Source: an optimization exercise on an open RTL-to-GDS flow (aim: small area, a short achievable clock period and few clock cycles). Production flows keep margins and buffers that such runs may drop.
Where RTL was checked, it was by simulation tests only, not by an equivalence proof against the original.

==> flow/design.v <==
module audit_hash (
    input  wire         clk,
    input  wire         rst,
    input  wire         in_valid,
    output wire         in_ready,
    input  wire [63:0]  in_data,
    output reg          out_valid,
    output wire [255:0] out_hash
);
    localparam [31:0] IV0 = 32'h6a09e667, IV1 = 32'hbb67ae85, IV2 = 32'h3c6ef372, IV3 = 32'ha54ff53a,
                      IV4 = 32'h510e527f, IV5 = 32'h9b05688c, IV6 = 32'h1f83d9ab, IV7 = 32'h5be0cd19;
    reg         st;          
    reg  [6:0]  t;           
    reg         first;       
    reg  [2:0]  wc;          
    reg         hiok;        
    reg  [3:0]  pos;         
    reg         rounds;      
    reg         late;        
    reg         ffw;         
    reg         pe;          
    reg         sw1;         
    reg  [2:0]  m;           
    reg         push_hi;     
    reg         pad;         
    reg  [31:0] a, b, c, d, e, f, g, hk;
    reg  [31:0] w [0:15];
    reg  [31:0] ha [0:3];
    reg  [31:0] he [0:3];
    reg  [63:0] ibuf;
    reg         bfull;
    wire       push_lo = hiok;
    assign in_ready = ~bfull | hiok;
    wire       take = in_ready & in_valid;
    reg [31:0] k_t;
    always @(*) begin
        if (t[6]) k_t = 32'h428a2f98;
        else case (t[5:0])
            6'd0: k_t = 32'h71374491;
            6'd1: k_t = 32'hb5c0fbcf;
            6'd2: k_t = 32'he9b5dba5;
            6'd3: k_t = 32'h3956c25b;
            6'd4: k_t = 32'h59f111f1;
            6'd5: k_t = 32'h923f82a4;
            6'd6: k_t = 32'hab1c5ed5;
            6'd7: k_t = 32'hd807aa98;
            6'd8: k_t = 32'h12835b01;
            6'd9: k_t = 32'h243185be;
            6'd10: k_t = 32'h550c7dc3;
            6'd11: k_t = 32'h72be5d74;
            6'd12: k_t = 32'h80deb1fe;
            6'd13: k_t = 32'h9bdc06a7;
            6'd14: k_t = 32'hc19bf174;
            6'd15: k_t = 32'he49b69c1;
            6'd16: k_t = 32'hefbe4786;
            6'd17: k_t = 32'h0fc19dc6;
            6'd18: k_t = 32'h240ca1cc;
            6'd19: k_t = 32'h2de92c6f;
            6'd20: k_t = 32'h4a7484aa;
            6'd21: k_t = 32'h5cb0a9dc;
            6'd22: k_t = 32'h76f988da;
            6'd23: k_t = 32'h983e5152;
            6'd24: k_t = 32'ha831c66d;
            6'd25: k_t = 32'hb00327c8;
            6'd26: k_t = 32'hbf597fc7;
            6'd27: k_t = 32'hc6e00bf3;
            6'd28: k_t = 32'hd5a79147;
            6'd29: k_t = 32'h06ca6351;
            6'd30: k_t = 32'h14292967;
            6'd31: k_t = 32'h27b70a85;
            6'd32: k_t = 32'h2e1b2138;
            6'd33: k_t = 32'h4d2c6dfc;
            6'd34: k_t = 32'h53380d13;
            6'd35: k_t = 32'h650a7354;
            6'd36: k_t = 32'h766a0abb;
            6'd37: k_t = 32'h81c2c92e;
            6'd38: k_t = 32'h92722c85;
            6'd39: k_t = 32'ha2bfe8a1;
            6'd40: k_t = 32'ha81a664b;
            6'd41: k_t = 32'hc24b8b70;
            6'd42: k_t = 32'hc76c51a3;
            6'd43: k_t = 32'hd192e819;
            6'd44: k_t = 32'hd6990624;
            6'd45: k_t = 32'hf40e3585;
            6'd46: k_t = 32'h106aa070;
            6'd47: k_t = 32'h19a4c116;
            6'd48: k_t = 32'h1e376c08;
            6'd49: k_t = 32'h2748774c;
            6'd50: k_t = 32'h34b0bcb5;
            6'd51: k_t = 32'h391c0cb3;
            6'd52: k_t = 32'h4ed8aa4a;
            6'd53: k_t = 32'h5b9cca4f;
            6'd54: k_t = 32'h682e6ff3;
            6'd55: k_t = 32'h748f82ee;
            6'd56: k_t = 32'h78a5636f;
            6'd57: k_t = 32'h84c87814;
            6'd58: k_t = 32'h8cc70208;
            6'd59: k_t = 32'h90befffa;
            6'd60: k_t = 32'ha4506ceb;
            6'd61: k_t = 32'hbef9a3f7;
            6'd62: k_t = 32'hc67178f2;
            6'd63: k_t = 32'h428a2f98;
            default: k_t = 32'h0;
        endcase
    end
    wire [31:0] s1  = {e[5:0], e[31:6]} ^ {e[10:0], e[31:11]} ^ {e[24:0], e[31:25]};
    wire [31:0] ch  = (e & f) ^ (~e & g);
    wire [31:0] s0  = {a[1:0], a[31:2]} ^ {a[12:0], a[31:13]} ^ {a[21:0], a[31:22]};
    wire [31:0] maj = (a & b) ^ (a & c) ^ (b & c);
    wire [31:0] t1s = hk ^ s1 ^ ch;
    wire [31:0] t1c = {(hk[30:0] & s1[30:0]) | (hk[30:0] & ch[30:0]) | (s1[30:0] & ch[30:0]), 1'b0};
    wire [31:0] es  = t1s ^ t1c ^ d;
    wire [31:0] ec  = {(t1s[30:0] & t1c[30:0]) | (t1s[30:0] & d[30:0]) | (t1c[30:0] & d[30:0]), 1'b0};
    wire [31:0] as1 = t1s ^ t1c ^ s0;
    wire [31:0] ac1 = {(t1s[30:0] & t1c[30:0]) | (t1s[30:0] & s0[30:0]) | (t1c[30:0] & s0[30:0]), 1'b0};
    wire [31:0] as2 = as1 ^ ac1 ^ maj;
    wire [31:0] ac2 = {(as1[30:0] & ac1[30:0]) | (as1[30:0] & maj[30:0]) | (ac1[30:0] & maj[30:0]), 1'b0};
    wire [31:0] a_new = as2 + ac2;
    wire [31:0] e_new = es + ec;
    wire [31:0] ls0 = {w[1][6:0], w[1][31:7]} ^ {w[1][17:0], w[1][31:18]} ^ (w[1] >> 3);
    wire [31:0] ls1 = {w[14][16:0], w[14][31:17]} ^ {w[14][18:0], w[14][31:19]} ^ (w[14] >> 10);
    wire [31:0] w_new = ls1 + w[9] + ls0 + w[0];
    wire [31:0] hk_next = g + (pe ? k_t : 32'd0) + (pe ? w[1] : 32'd0);
    reg  [31:0] iva, ive;        
    reg  [31:0] lda, lde;        
    always @(*) begin
        case (t[1:0])
            2'd0: begin iva = IV3; ive = IV7; end
            2'd1: begin iva = IV2; ive = IV6; end
            2'd2: begin iva = IV1; ive = IV5; end
            default: begin iva = IV0; ive = IV4; end
        endcase
        case (t[1:0])
            2'd1: begin lda = IV0; lde = IV4; end
            2'd0: begin lda = IV1; lde = IV5; end
            2'd3: begin lda = IV2; lde = IV6; end
            default: begin lda = IV3; lde = IV7; end
        endcase
    end
    wire [31:0] opa  = st ? ha[0] : (ffw ? iva : 32'd0);
    wire [31:0] ope  = st ? he[0] : (ffw ? ive : 32'd0);
    wire [31:0] suma = d + opa;
    wire [31:0] sume = hk + ope;
    wire [31:0] hw  = first ? 32'd0 :
                      m[2] ? (m[0] ? he[1] : he[3]) : (m[0] ? ha[1] : ha[3]);
    reg  [1:0]  padk;        
    wire [31:0] padw = {padk[0], 21'd0, padk[1], padk[1], 8'd0};
    wire [31:0] w15 = (rounds & ~late) ? w_new :
                      push_hi ? ibuf[63:32] :
                      push_lo ? ibuf[31:0] :
                      pad     ? padw : w[0];
    assign out_hash = {ha[3], ha[2], ha[1], ha[0], he[3], he[2], he[1], he[0]};
    wire [2:0] wc_next = push_lo ? wc + 3'd1 : wc;
    wire go2 = ~st & t[6] & (t[3:0] == 4'd3) & ~wc[2];             
    wire go1 = st & t[6] & (t[3:0] == 4'd5) & wc_next[2];          
    wire go  = go1 | go2;
    wire       st_n    = go ? ~st : st;
    wire [6:0] t_n     = go ? 7'd0 :
                         {(t[3:0] == 4'd15 && t[6:4] != 3'd5) ? t[6:4] + 3'd1 : t[6:4], t[3:0] + 4'd1};
    wire [3:0] pos_n   = go ? (st ? 4'd12 : 4'd10) : pos + 4'd1;
    wire       bfull_n = take | (bfull & ~push_lo);
    wire       hiok_n  = push_hi;
    wire       late_n  = t_n[6] | (t_n[5] & t_n[4]);
    wire       go2_n   = ~st_n & t_n[6] & (t_n[3:0] == 4'd3) & ~wc_next[2];
    integer i;
    always @(posedge clk) begin
        b <= a; c <= b; d <= c;
        f <= e; g <= f;
        hk <= hk_next;
        if (rounds) begin
            a <= a_new;
            e <= e_new;
        end else if (~st) begin
            a <= suma;
            e <= sume;
        end else begin
            a <= lda;
            e <= lde;
        end
        for (i = 0; i < 15; i = i + 1)
            if (i != 1) w[i] <= w[i + 1];
        w[1]  <= sw1 ? hw : w[2];
        w[15] <= w15;
        for (i = 0; i < 3; i = i + 1) begin
            ha[i] <= ha[i + 1];
            he[i] <= he[i + 1];
        end
        ha[3] <= ffw ? suma : ha[0];
        he[3] <= ffw ? sume : he[0];
        if (take)
            ibuf <= in_data;
        if (rst) begin
            bfull     <= 1'b0;
            st        <= 1'b1;
            t         <= 7'd60;
            pos       <= 4'd6;
            rounds    <= 1'b1;
            late      <= 1'b1;
            ffw       <= 1'b0;
            pe        <= 1'b1;
            sw1       <= 1'b0;
            m         <= 3'd0;
            push_hi   <= 1'b0;
            pad       <= 1'b0;
            padk      <= 2'd0;
            first     <= 1'b1;
            wc        <= 3'd0;
            hiok      <= 1'b0;
            out_valid <= 1'b0;
        end else begin
            hiok      <= hiok_n;
            bfull     <= bfull_n;
            wc        <= wc_next;
            out_valid <= st & (t == 7'd67) & ~first;
            if (~st & (t == 7'd5))
                first <= 1'b0;
            st        <= st_n;
            t         <= t_n;
            pos       <= pos_n;
            rounds    <= ~t_n[6];
            late      <= late_n;
            ffw       <= (t_n[6:2] == 5'b10000);
            pe        <= ~t_n[6] ? (t_n[5:0] != 6'd63) : (st_n ? (t_n[3:0] == 4'd5) : go2_n);
            sw1       <= st_n ? (t_n[6] & (t_n[3:1] == 3'b010)) : (t_n[6:1] < 6'd3);
            m         <= st_n ? {2'b00, t_n[0]} : t_n[2:0] + 3'd2;
            push_hi   <= bfull_n & ~hiok_n & late_n & (wc_next[2] == ~st_n) &
                         (pos_n == {st_n, wc_next[1:0], 1'b0});
            pad       <= ~st_n & late_n & pos_n[3];
            padk      <= {pos_n == 4'd15, pos_n == 4'd8};
        end
    end
endmodule
clock: 10.0 ns
lec_check: 0
abc_clock_period_in_ps: 3000
cap_margin: 20
core_margin: 2
core_utilization: 65
place_density: 0.75
setup_slack_margin: 5
slew_margin: 20
run.sh (not shown) runs the stock make flow with config.mk's settings and CLKGATE_MAP_FILE= SYNTH_SCRIPT=/design/flow/synth_recipe.tcl, a recipe that flattens the netlist after the stock synthesis.
Testbench counts at the start, summed over its fixed seeds: cycles 106,048.
Rerun with:
==> flow/flow/run.sh (new file) <==
#!/bin/bash
set -euo pipefail
bash standard.sh SETUP_SLACK_MARGIN=6.5 finish > standard_flow.log 2>&1
==> flow/standard.sh (new file) <==
#!/bin/bash
# synth_recipe.tcl (not shown) runs the flow's synth.tcl, then flattens the netlist and writes it again
# the make line also repeats each setting of config.mk as NAME=value (left out here)
make -C /OpenROAD-flow-scripts/flow DESIGN_CONFIG=/design/flow/config.mk WORK_HOME=/design/flow/orfs CLKGATE_MAP_FILE= SYNTH_SCRIPT=/design/flow/synth_recipe.tcl "${@:-finish}"
--- a/flow/config.mk
+++ b/flow/config.mk
@@ -10,5 +10,4 @@
 export CORE_MARGIN = 2
-export CORE_UTILIZATION = 65
-export PLACE_DENSITY = 0.75
-export SETUP_SLACK_MARGIN = 5
+export CORE_UTILIZATION = 40
+export PLACE_DENSITY = 0.6
 export SLEW_MARGIN = 20
removed: flow/run.sh
The changed run passed the timing, design-rule and antenna checks; critical path depth is unchanged; hold slack gets better by 0.036 ns; worst setup slack gets better by 0.27 ns; wire length came out higher by 8.4%; synthesized area is unchanged; global-route usage came out lower by 15 points.
Rerun with:
==> flow/run.sh (new file) <==
#!/bin/bash
# synth_recipe.tcl (not shown) runs the flow's synth.tcl, then flattens the netlist and writes it again
# the make line also repeats each setting of config.mk as NAME=value (left out here)
make -C /OpenROAD-flow-scripts/flow DESIGN_CONFIG=/design/flow/config.mk WORK_HOME=/design/flow/orfs CLKGATE_MAP_FILE= SYNTH_SCRIPT=/design/flow/synth_recipe.tcl finish
--- a/flow/config.mk
+++ b/flow/config.mk
@@ -12,2 +12,3 @@
 export PLACE_DENSITY = 0.6
+export SETUP_SLACK_MARGIN = 5
 export SLEW_MARGIN = 20
removed: flow/flow/run.sh
removed: flow/standard.sh
After rerunning:
- core utilization decreases by 5.6 points
- final area decreases by 10%
- clock skew decreases by 0.0065 ns
- worst setup slack got worse by 0.10 ns
Rerun with:
--- a/flow/config.mk
+++ b/flow/config.mk
@@ -7,3 +7,3 @@
 export LEC_CHECK = 0
-export ABC_CLOCK_PERIOD_IN_PS = 3000
+export ABC_AREA = 1
 export CAP_MARGIN = 20
Result:
- The new run completed with no timing, DRC or antenna violations
- count of clock-buffer cells in the layout shrinks by 7
- cell area grows by 4.6%
- wire length grows by about 20%
- global-route usage grows by 3.4 points
- worst setup slack improves by 0.21 ns

========
== job 658 ==
audit_hash, a different RTL version from the one above (not shown whole).
Size: ~4600 cells after synthesis, about 1100 flip-flops, ~330 I/O pins.
Design audit_hash, start of the top module:
module audit_hash (
    input  wire         clk,
    input  wire         rst,
    input  wire         in_valid,
    output wire         in_ready,
    input  wire [63:0]  in_data,
    output reg          out_valid,
    output wire [255:0] out_hash
);
Settings: LEC_CHECK=0, CAP_MARGIN=20, CORE_MARGIN=2, CORE_UTILIZATION=40, PLACE_DENSITY=0.6, SLEW_MARGIN=20; clock period 10.0 ns.
Stock flow here: none of the scripts above is used.
Job 658: PASS, flow complete, no timing, DRC or antenna violations
Input-level comparison between job 5824 and job 658:
- putting SETUP_SLACK_MARGIN at 5 where nothing was set
- putting ABC_CLOCK_PERIOD_IN_PS at 4000 where nothing was set
### Flow results
Job 5824 finished every stage and its layout cleared the timing, design-rule and antenna checks. Delta (job 5824 minus job 658): largest fanout on the critical path went down 32; number of setup buffers added after CTS climbed 135; global routing usage on met3 higher; routed length per placed instance saw an increase; final area up 7.6%. On count of inserted antenna diode cells: between job 658 and job 5824, it ends up higher for job 658. Summary: with job 658 as the reference, routed wire length in job 5824 moved up by a few percent.
Function was not checked in any run of this note: the RTL went through the layout flow alone.

========
Another version of the RTL of audit_hash (not shown whole).
Size: ~4600 cells after synthesis, ~1100 flip-flops, about 330 I/O pins, ~0.048 mm^2 of cells after synthesis.
// audit_hash
module audit_hash (
    input  wire         clk,
    input  wire         rst,
    input  wire         in_valid,
    output wire         in_ready,
    input  wire [63:0]  in_data,
    output reg          out_valid,
    output wire [255:0] out_hash
);
Settings: LEC_CHECK=0, ABC_CLOCK_PERIOD_IN_PS=2000, CAP_MARGIN=20, CORE_MARGIN=2, CORE_UTILIZATION=40, PLACE_DENSITY=0.6, SETUP_SLACK_MARGIN=5, SLEW_MARGIN=20; clock period 10.0 ns.
Then changed:
ABC_CLOCK_PERIOD_IN_PS = 3000   (was 2000)
Routed wire length does not change.
Cell area is unchanged.
Area after synthesis does not change.
No run of this note included a check of the RTL's function; only the layout flow was run.

========
run A:
Another version of the RTL of audit_hash (not shown whole).
Size: roughly 1200 flip-flops, ~330 I/O pins, ~50000 sq um of cells after synthesis.
Settings: LEC_CHECK=0, CAP_MARGIN=20, CORE_MARGIN=2, CORE_UTILIZATION=40, CTS_CLUSTER_DIAMETER=90, CTS_CLUSTER_SIZE=16, PLACE_DENSITY=0.6, SETUP_SLACK_MARGIN=5, SLEW_MARGIN=20; clock period 10.0 ns.
standard.sh (not shown) runs the stock make flow with config.mk's settings and CLKGATE_MAP_FILE= SYNTH_SCRIPT=/design/flow/synth_recipe.tcl, a recipe that flattens the netlist after the stock synthesis.
==> flow/flow/run.sh <==
#!/bin/bash
# The standard layout (standard synthesis and ORFS steps unchanged); every
# input and output port still gets its own buffer, but a small buffer cell.
set -euo pipefail
bash standard.sh "BUFFER_PORTS_ARGS=-buffer_cell sky130_fd_sc_hd__buf_1" finish > standard_flow.log 2>&1
Run A ended with every stage complete and zero timing, DRC or antenna violations.
Testbench counts of run A, summed over its fixed seeds: cycles 105,408.
Relative to run A, the following input files were edited for run B:
Settings: a deleted CTS_CLUSTER_DIAMETER that had been 90; a deleted SETUP_SLACK_MARGIN that had been 5; a deleted CTS_CLUSTER_SIZE that had been 16.
==> flow/flow/run.sh <==
#!/bin/bash
set -euo pipefail
bash standard.sh "BUFFER_PORTS_ARGS=-buffer_cell sky130_fd_sc_hd__buf_1" SETUP_SLACK_MARGIN=5.8 finish > standard_flow.log 2>&1
Results
As of run B, number of global-route vias before repair had risen slightly compared to run A. Number of non-clock buffers in the layout (run A / run B): 0.808. Between run B and run A, the final cell area excluding filler cells is higher for run B. Run A vs run B, top layer reached by signal wires: met5 vs met4. A source of the critical timing path of e[13] is what run B shows, while dmask belongs to run A. Cmp run B and run A / routed length per instance / higher: run A. Run B vs run A on final cell utilization of the core: run B is the higher one.
Setup changes, run B to run C
Settings: SETUP_SLACK_MARGIN newly set to 5; ABC_AREA newly set to 1.
==> flow/flow/run.sh <==
#!/bin/bash
# The standard layout (standard synthesis and ORFS steps unchanged); every
# input and output port still gets its own buffer, but a small buffer cell.
set -euo pipefail
bash standard.sh "BUFFER_PORTS_ARGS=-buffer_cell sky130_fd_sc_hd__buf_1" finish > standard_flow.log 2>&1
## What came out
The count of mapped cells out of synthesis reported for run C is greater than that of run B by 1499.
Note that the synthesized area recorded for run C amounts to 1.06 times the value seen in run B.
In the reports for run B and run C, the smaller setup slack of the critical path after layout belongs to run C.
Worst setup skew after layout, run B and run C, higher one = run C.
Measured against run C, the via count of run B comes out at 0.849 times the reference value.
Run C vs run B, leading cell type in the layout, fill and taps excluded: sky130_fd_sc_hd__nand2_1 vs sky130_fd_sc_hd__dfxtp_1
Area taken by flip-flops and latches, run B and run C, lower one = run C.

static timing again, ports no longer ideal:
In the flow no input, the clock included, has a driving cell. The finished layouts below were timed again as built, in two steps. Step 1 sets driving cells, clkbuf_16 on the clock port and buf_2 on the other inputs (assumed; they add their load-dependent delay and slew). Step 2, shift: input delay + t, output delay - t, t = (earliest + latest rising clock arrival at the registers) / 2. This alone moves slack from input paths to output paths. Three values: ideal ports, drivers, drivers and shift; two values: the first two.
run | shift t [ns] | setup WS [ns] | hold WS [ns] | worst setup path after step 2 | worst data-port slew with drivers (ns)
the first run of note 1 | 0.764 | 4.784 / 4.784 / 4.396 | 0.270 / 0.270 / 0.270 | input to register | 0.08
the second run of note 1 | 0.826 | 5.053 / 5.053 / 5.053 | 0.306 / 0.306 / 0.306 | register to register | 0.05
the third run of note 1 | 0.821 | 4.949 / 4.949 / 4.323 | 0.293 / 0.293 / 0.293 | input to register | 0.05
the fourth run of note 1 | 0.814 | 5.154 / 5.154 / 4.499 | 0.295 / 0.295 / 0.295 | input to register | 0.08
job 658 | 0.809 | 1.821 / 1.821 / 1.821 | 0.291 / 0.291 / 0.291 | register to register | 0.07
job 5824 | 0.836 | 3.876 / 3.876 / 3.876 | 0.264 / 0.264 / 0.264 | register to register | 0.07
the first run of note 3 | 0.795 | 4.961 / 4.961 / 4.961 | 0.264 / 0.264 / 0.264 | register to register | 0.06
the second run of note 3 | 0.795 | 4.961 / 4.961 / 4.961 | 0.264 / 0.264 / 0.264 | register to register | 0.06
run A | 0.794 | 4.992 / 4.992 / 4.509 | 0.274 / 0.274 / 0.274 | input to register | 0.05
run B | 0.803 | 5.231 / 5.231 / 5.231 | 0.317 / 0.317 / 0.317 | register to register | 0.06
run C | 0.838 | 5.159 / 5.159 / 4.474 | 0.296 / 0.296 / 0.296 | input to register | 0.07
After both steps every run listed still meets setup and hold. For run C, which loses most, drivers alone change the setup slack by 0.000 ns; drivers and shift together by -0.685 ns.
